Source: an optimization exercise on an open RTL-to-GDS flow (aim: small area, a short achievable clock period and few clock cycles per item). Production flows keep margins and buffers that such runs may drop. For this run, only the layout was checked, not whether the RTL still works.

==> design/flow/design.v <==
module cvu (
    input  wire        clk,
    input  wire        rst,
    input  wire        in_valid,
    output wire        in_ready,
    input  wire        in_first,
    input  wire        in_last,
    input  wire [3:0]  in_bytes,
    input  wire [63:0] in_data,
    input  wire [2:0]  cfg_preset,
    input  wire        cfg_chain,
    input  wire [6:0]  cfg_width,
    input  wire [63:0] cfg_poly,
    input  wire [63:0] cfg_init,
    input  wire [63:0] cfg_xorout,
    input  wire        cfg_refin,
    input  wire        cfg_refout,
    output reg         out_valid,
    output reg  [63:0] out_crc,
    output reg  [63:0] out_reg
);
    integer i0, j0, t0;
    reg acc0;
    integer i1, j1, t1;
    reg acc1;
    integer i2, j2, t2;
    reg acc2;
    integer i3, j3, t3;
    reg acc3;
    integer i4, j4, t4;
    reg acc4;
    integer i5, j5, t5;
    reg acc5;
    integer i6, j6, t6;
    reg acc6;
    integer i7, j7, t7;
    reg acc7;
    integer i8, j8, t8;
    reg acc8;
    reg        ready_r;
    reg  [1:0] st;           
    reg        valid_r, first_r, last_r, expf_r;
    reg  [3:0] nb_r;
    reg [63:0] d_r;
    assign in_ready = ready_r;
    wire accept  = in_valid & ready_r;
    wire expl_in = (cfg_preset == 3'd0) | (cfg_preset == 3'd7);
    wire run     = (st == 2'd0);
    wire s1      = (st == 2'd1);
    wire s2      = (st == 2'd2);
    wire go      = valid_r & run;
    reg  [2:0] pre_r;
    reg        chain_r, refin_r, refout_r, p0_r;
    reg  [6:0] w_r;
    reg [63:0] poly_r, init_r, xor_r, mu_r;
    reg [63:0] A;             
    wire expl = (pre_r == 3'd0) | (pre_r == 3'd7);
    reg [63:0] p_eff, mu_eff, init_eff, xor_eff;
    reg  [5:0] k_eff;         
    reg        refin_eff, refout_eff;
    wire [5:0] k_w = 6'd0 - w_r[5:0];
    always @* begin
        p_eff = poly_r; mu_eff = mu_r; init_eff = init_r; xor_eff = xor_r;
        k_eff = k_w; refin_eff = refin_r; refout_eff = refout_r;
        case (pre_r)
            3'd1: begin
                p_eff = 64'h1edc6f4100000000; mu_eff = 64'h1f91caf6386f2c24;
                init_eff = chain_r ? {init_r[31:0], 32'd0} : 64'hffffffff00000000;
                xor_eff = 64'hffffffff; k_eff = 6'd32; refin_eff = 1'b1; refout_eff = 1'b1;
            end
            3'd2: begin
                p_eff = 64'h42f0e1eba9ea3693; mu_eff = 64'h578d29d06cc4f872;
                init_eff = chain_r ? init_r : 64'd0;
                xor_eff = 64'd0; k_eff = 6'd0; refin_eff = 1'b0; refout_eff = 1'b0;
            end
            3'd3: begin
                p_eff = 64'h42f0e1eba9ea3693; mu_eff = 64'h578d29d06cc4f872;
                init_eff = chain_r ? init_r : {64{1'b1}};
                xor_eff = {64{1'b1}}; k_eff = 6'd0; refin_eff = 1'b1; refout_eff = 1'b1;
            end
            3'd4: begin
                p_eff = 64'h04c11db700000000; mu_eff = 64'h04d101df481b4e5a;
                init_eff = chain_r ? {init_r[31:0], 32'd0} : 64'hffffffff00000000;
                xor_eff = 64'hffffffff; k_eff = 6'd32; refin_eff = 1'b1; refout_eff = 1'b1;
            end
            3'd5: begin
                p_eff = 64'h1021000000000000; mu_eff = 64'h11303471a041b342;
                init_eff = chain_r ? {init_r[15:0], 48'd0} : 64'hffff000000000000;
                xor_eff = 64'd0; k_eff = 6'd48; refin_eff = 1'b0; refout_eff = 1'b0;
            end
            3'd6: begin
                p_eff = 64'h0700000000000000; mu_eff = 64'h07156a166329dd12;
                init_eff = chain_r ? {init_r[7:0], 56'd0} : 64'd0;
                xor_eff = 64'd0; k_eff = 6'd56; refin_eff = 1'b0; refout_eff = 1'b0;
            end
            default: ;
        endcase
    end
    wire [63:0] sh_in  = s1 ? poly_r : init_r;
    wire [63:0] sh_out = sh_in << k_w;
    reg [63:0] U;
    reg [31:0] V;
    always @* begin
        U[0] = 1'b1;
        for (i1 = 1; i1 < 64; i1 = i1 + 1)
            U[i1] = sh_out[64-i1];
        V = 32'd0;
        V[0] = 1'b1;
        V[1] = U[1];
        for (t1 = 2; t1 < 32; t1 = t1 + 1) begin
            acc1 = 1'b0;
            for (j1 = 0; j1 < 16; j1 = j1 + 1)
                if (2 * j1 <= t1 && j1 < ((t1 < 4) ? 2 : (t1 < 8) ? 4 : (t1 < 16) ? 8 : 16))
                    acc1 = acc1 ^ (V[j1] & U[t1-2*j1]);
            V[t1] = acc1;
        end
    end
    reg [63:0] V_sq;
    always @* begin
        V_sq = 64'd0;
        for (j2 = 0; j2 < 32; j2 = j2 + 1)
            V_sq[2*j2] = V[j2];
    end
    reg [63:0] wmask;
    always @* begin
        for (i3 = 0; i3 < 64; i3 = i3 + 1)
            wmask[i3] = (i3 < w_r);
    end
    wire       lastp = last_r & run;
    wire [3:0] nfull = (nb_r[3] | (nb_r == 4'd0)) ? 4'd8 : nb_r;
    wire [3:0] nout  = 4'd8 - nfull;
    wire [2:0] jb    = lastp ? nout[2:0] : 3'd0;            
    wire [63:0] A_cur   = (first_r & run) ? init_eff : A;
    wire [63:0] A_rot   = (A_cur >> (8 * jb)) | (A_cur << (64 - 8 * jb));
    wire [63:0] lowmask = {64{1'b1}} >> (8 * jb);
    reg  [63:0] D_full;
    always @* begin
        for (i4 = 0; i4 < 64; i4 = i4 + 1)
            D_full[i4] = refin_eff ? d_r[63-i4] : d_r[8*(7 - i4/8) + (i4%8)];
    end
    wire [63:0] D_al = run ? (D_full >> (8 * jb)) : 64'd0;
    wire [63:0] S = (A_rot & lowmask) ^ D_al;
    reg [63:0] Hq, R;
    always @* begin
        for (t5 = 0; t5 < 64; t5 = t5 + 1) begin
            acc5 = 1'b0;
            for (i5 = 0; i5 < 64; i5 = i5 + 1)
                if (t5 + 64 - i5 >= 0 && t5 + 64 - i5 < 64)
                    acc5 = acc5 ^ (S[i5] & mu_eff[t5+64-i5]);
            Hq[t5] = acc5;
        end
    end
    wire [63:0] q = S ^ Hq;
    always @* begin
        for (t6 = 0; t6 < 64; t6 = t6 + 1) begin
            acc6 = 1'b0;
            for (i6 = 0; i6 <= t6; i6 = i6 + 1)
                acc6 = acc6 ^ (q[i6] & p_eff[t6-i6]);
            R[t6] = acc6;
        end
    end
    wire [63:0] Fin = R ^ (A_rot & ~lowmask);
    wire [63:0] Fin_sh = Fin >> k_eff;
    reg  [63:0] Fin_rev;
    always @* begin
        for (i7 = 0; i7 < 64; i7 = i7 + 1)
            Fin_rev[i7] = Fin[63-i7];
    end
    reg [63:0] mu_new, pal_back;
    always @* begin
        mu_new = 64'd0;
        for (i8 = 1; i8 < 64; i8 = i8 + 1)
            mu_new[i8] = R[64-i8];
        pal_back[0] = p0_r;
        for (i8 = 1; i8 < 64; i8 = i8 + 1)
            pal_back[i8] = poly_r[64-i8];
    end
    always @(posedge clk) begin
        if (rst) begin
            st      <= 2'd0;
            ready_r <= 1'b1;
            valid_r <= 1'b0;
            expf_r  <= 1'b1;
        end else begin
            case (st)
                2'd0: if (accept & in_first & expl_in) begin st <= 2'd1; ready_r <= 1'b0; end
                2'd1: st <= 2'd2;
                default: begin st <= 2'd0; ready_r <= 1'b1; end
            endcase
            if (ready_r)
                valid_r <= in_valid;
            if (accept)
                expf_r <= in_last;
        end
        out_valid <= ~rst & go & last_r;
        if (ready_r) begin
            d_r     <= in_data;
            first_r <= in_first;
            last_r  <= in_last;
            nb_r    <= in_bytes;
        end
        if (ready_r & expf_r) begin
            pre_r    <= cfg_preset;
            chain_r  <= cfg_chain;
            w_r      <= cfg_width;
            refin_r  <= cfg_refin;
            refout_r <= cfg_refout;
            poly_r   <= cfg_poly;
            init_r   <= cfg_init;
            xor_r    <= cfg_xorout;
        end else if (s1) begin
            poly_r <= U;
            p0_r   <= sh_out[0];
            xor_r  <= xor_r & wmask;
            mu_r   <= 64'd0;
        end else if (s2) begin
            poly_r <= pal_back;
            init_r <= sh_out;
            mu_r   <= mu_new;
        end
        if (s1)
            A <= V_sq;
        else if (go)
            A <= R;
        if (go & last_r) begin
            out_reg <= Fin_sh;
            out_crc <= (refout_eff ? Fin_rev : Fin_sh) ^ xor_eff;
        end
    end
endmodule
==> design/flow/run.sh <==
#!/bin/bash
# synth_recipe.tcl (not shown) runs the flow's synth.tcl, then flattens the netlist and writes it again
# the make line also repeats each setting of config.mk as NAME=value (left out here)
make -C /OpenROAD-flow-scripts/flow DESIGN_CONFIG=/design/flow/config.mk WORK_HOME=/design/flow/orfs CLKGATE_MAP_FILE= SYNTH_SCRIPT=/design/flow/synth_recipe.tcl finish
==> design/flow/config.mk <==
export PLATFORM = sky130hd
export DESIGN_NAME = cvu
export DESIGN_NICKNAME = cvu
export VERILOG_FILES = /design/flow/design.v
export SDC_FILE = /design/flow/constraint.sdc
export NUM_CORES = 4
export LEC_CHECK = 0
export CAP_MARGIN = 20
export CORE_MARGIN = 2
export CORE_UTILIZATION = 20
export PLACE_DENSITY = 0.3
export SETUP_SLACK_MARGIN = 1.0
export SLEW_MARGIN = 20
==> design/flow/constraint.sdc <==
create_clock -name core_clock -period 44.0 [get_ports {clk}]
set_input_delay 8.8000 -clock core_clock [delete_from_list [all_inputs] [get_ports {clk}]]
set_output_delay 8.8000 -clock core_clock [all_outputs]
set_load 0.01 [all_outputs]
==> flow_summary.json <==
{
  "status": "complete, no violations",
  "crit_path_frequent_cell": "xnor3_1",
  "final_max_slew_viol_count": 0,
  "ctsRootBufferMaster": "clkbuf_16",
  "path_max_fanout": 30,
  "timing.hold.worst.class": "reg2reg",
  "drive_gt1_frac": 0.0991,
  "hold_ws_ps": 501,
  "synth_edf_count": 498,
  "synth-seq-cells": 537,
  "final_cells": 22148,
  "vias": 117315,
  "via_per_inst": 5.30,
  "hold_buffers": 0,
  "startpoint_type": "flop",
  "syn_avg_cell_area_um2": 7.64,
  "hold_viol": 0,
  "worst_pin_slew_ps": 1320,
  "setup_tns_ps": 0,
  "cts_setup_buffers": 0,
  "core.rowCount": 275,
  "portBuffers": 407,
  "cts-htree-levels": 3,
  "cap_violations": 0,
  "grt-ovfl-total": 0,
  "worstSetupPathType": "reg2reg",
  "die_area_mm2": 0.568,
  "syn_to_final_growth_pct": 14.5,
  "grt_first_pass_wirelength_mm": 1160,
  "ys_warn_count": 1,
  "synth_seq_area_share": 0.140,
  "finalClockSkew_ps": 72.1,
  "cts_made_buffers": 69,
  "dpl.hpwl_mm": 629,
  "syn_nets": 15003,
  "grt_usage": 0.301,
  "tritoncts": "yes",
  "synth_area_mm2": 0.112,
  "drtIter0Drc": 16405,
  "ys.flop_type": "edfxtp_1",
  "period_share": 0.336,
  "critical_path_buf_inv_count": 8,
  "core_mm2": 0.560,
  "final.setup.worst_slack_ps": 29230,
  "dieWidth_um": 753,
  "ant_nets": 0,
  "cts.repair.resized": 0,
  "clk_pin_slew_ps": 60,
  "initial_core_util": 0.201,
  "path_delay_family": "XOR/XNOR gates",
  "place_area_mm2": 0.126,
  "rsz0062_at_grt": "false",
  "setup_violations": 0,
  "fmax_ghz": 0.0677,
  "drc": 0,
  "die-height_um": 753,
  "dp_worst_setup_slack_ps": 29690,
  "cp_slowest_stage_delay_ps": 970,
  "async_flop_share": 0,
  "worstPathRequired_ps": 44420,
  "fin_area_mm2": 0.129,
  "clk_path_buf_depth": 3,
  "first_global_vias": 111261,
  "final_core_util": 0.230,
  "nNetsFinal": 14883,
  "worstPathArrival_ps": 15190,
  "pin_count": 408,
  "cts.sinks": 537,
  "min_period_ps": 14770,
  "wirelength_mm": 894,
  "yosysTopAreaCellShare": 0.193,
  "yosys.area.top_type": "xnor2_1",
  "synth.distinct_cells": 132,
  "dr.pass1.iters": 6,
  "end_kind": "flop",
  "gp_congestion": 0.976,
  "relSlewSlack": 0.117,
  "synthTopCellsByArea": "xnor2_1, nor2_1, xnor3_1",
  "synthCells": 14709,
  "dp_cells": 21996,
  "grt_max_degree": 174,
  "antenna_found_initial": 102,
  "clock_latency_ps": 740,
  "cp_slowest_cell": "xnor3_2",
  "wire_per_inst_um": 40.4
}
==> layer usage <==
layer | share of wire | track usage
met4 | 0.061 | 0.152
met3 | 0.082 | 0.0572
met2 | 0.43 | 0.462
met5 | 0.00031 | 0
met1 | 0.43 | 0.403
==> cells in the final DEF, fill, tap and decap left out, drive strengths merged, types with 103 or more instances in the layout <==
cell,instances
nand3,157
o211ai,103
o21ai,660
xnor2,2489
nor2,4164
a21oi,527
xnor3,689
mux2i,157
clkdlybuf4s50,407
nand2,1339
a211oi,152
nor3,193
mux4,131
buf,719
edfxtp,498
inv,103
xor2,555
==> worst min-delay path, delay by kind of cell, from the launching register on <==
family	cells	cell delay (ps)
simple gates	1	90
flops	1	310
compound gates	1	50
==> cell families (layout without fill, tap and decap cells) <==
family / Yosys count / after routing / synth area share
AOI/OAI and AO/OA: 2293 / 2293 / 0.134
xor gates and xnor gates: 3774 / 3774 / 0.386
adders and majority gates: 16 / 16 / 0.00178
buffers and inverters: 1420 / 1347 / 0.0632
DFF: 537 / 537 / 0.140
muxes: 358 / 358 / 0.0473
other: 0 / 33 / 0
and+or+nand+nor: 6311 / 6311 / 0.228
==> cells in the mapped netlist (all sizes together) (72+ instances only) <==
master and number:
nor2 4164, xnor2 2489, nand2 1339, buf 709, xnor3 689, o21ai 660
clkbuf 603, xor2 555, a21oi 527, edfxtp 498, nor3 193, mux2i 157
nand3 157, a211oi 152, mux4 131, o211ai 103, a31oi 100, inv 98
and2 72
==> cell type report <==
cell class	instances	area [um2]
antenna	33	82.6
clock buffer	86	1790
clock inverter	32	325
fill	62252	432000
inverter	103	403
multi-input combinational	12752	91300
sequential	537	15700
tap	7479	9360
timing repair buffer	1126	9640
==> path summary, 6_finish.rpt <==
| kind | endpoint | cells after the start | startpoint | slack (ps) |
|---|---|---|---|---|
| worst max-delay path | out_crc[13]$_DFFE_PP_ | 34 | nb_r[3]$_DFFE_PP_ | 29230 |
| worst min-delay path | A[3]$_SDFFE_PP0P_ | 2 | A[3]$_SDFFE_PP0P_ | 500 |
| worst max register to register | out_crc[13]$_DFFE_PP_ | 34 | nb_r[3]$_DFFE_PP_ | 29230 |
| worst min register to register | A[3]$_SDFFE_PP0P_ | 2 | A[3]$_SDFFE_PP0P_ | 500 |

[port drivers added, routing unchanged]
The results above use ideal ports. As a check the final layout listed here was re-extracted and re-timed, cells and wires unchanged. Step 1 (the two cells are an assumption about what drives the block):
set clk [get_ports {clk}]
set_driving_cell -lib_cell sky130_fd_sc_hd__clkbuf_16 $clk
set_driving_cell -lib_cell sky130_fd_sc_hd__buf_2 [delete_from_list [all_inputs] $clk]
Step 2, shift: input delay + t, output delay - t, t = (earliest + latest rising clock arrival at the registers) / 2. This alone moves slack from input paths to output paths. a / b / c = ideal / step 1 / step 2; a / b = the first two.
shift t [ns]: 0.834
setup slack, ns: 29.230 / 29.230 / 29.230
pins driven straight from the clock port: 1
After both steps setup and hold are still met in this run. For this run, drivers alone change the setup slack by 0.000 ns; drivers and shift together by 0.000 ns.
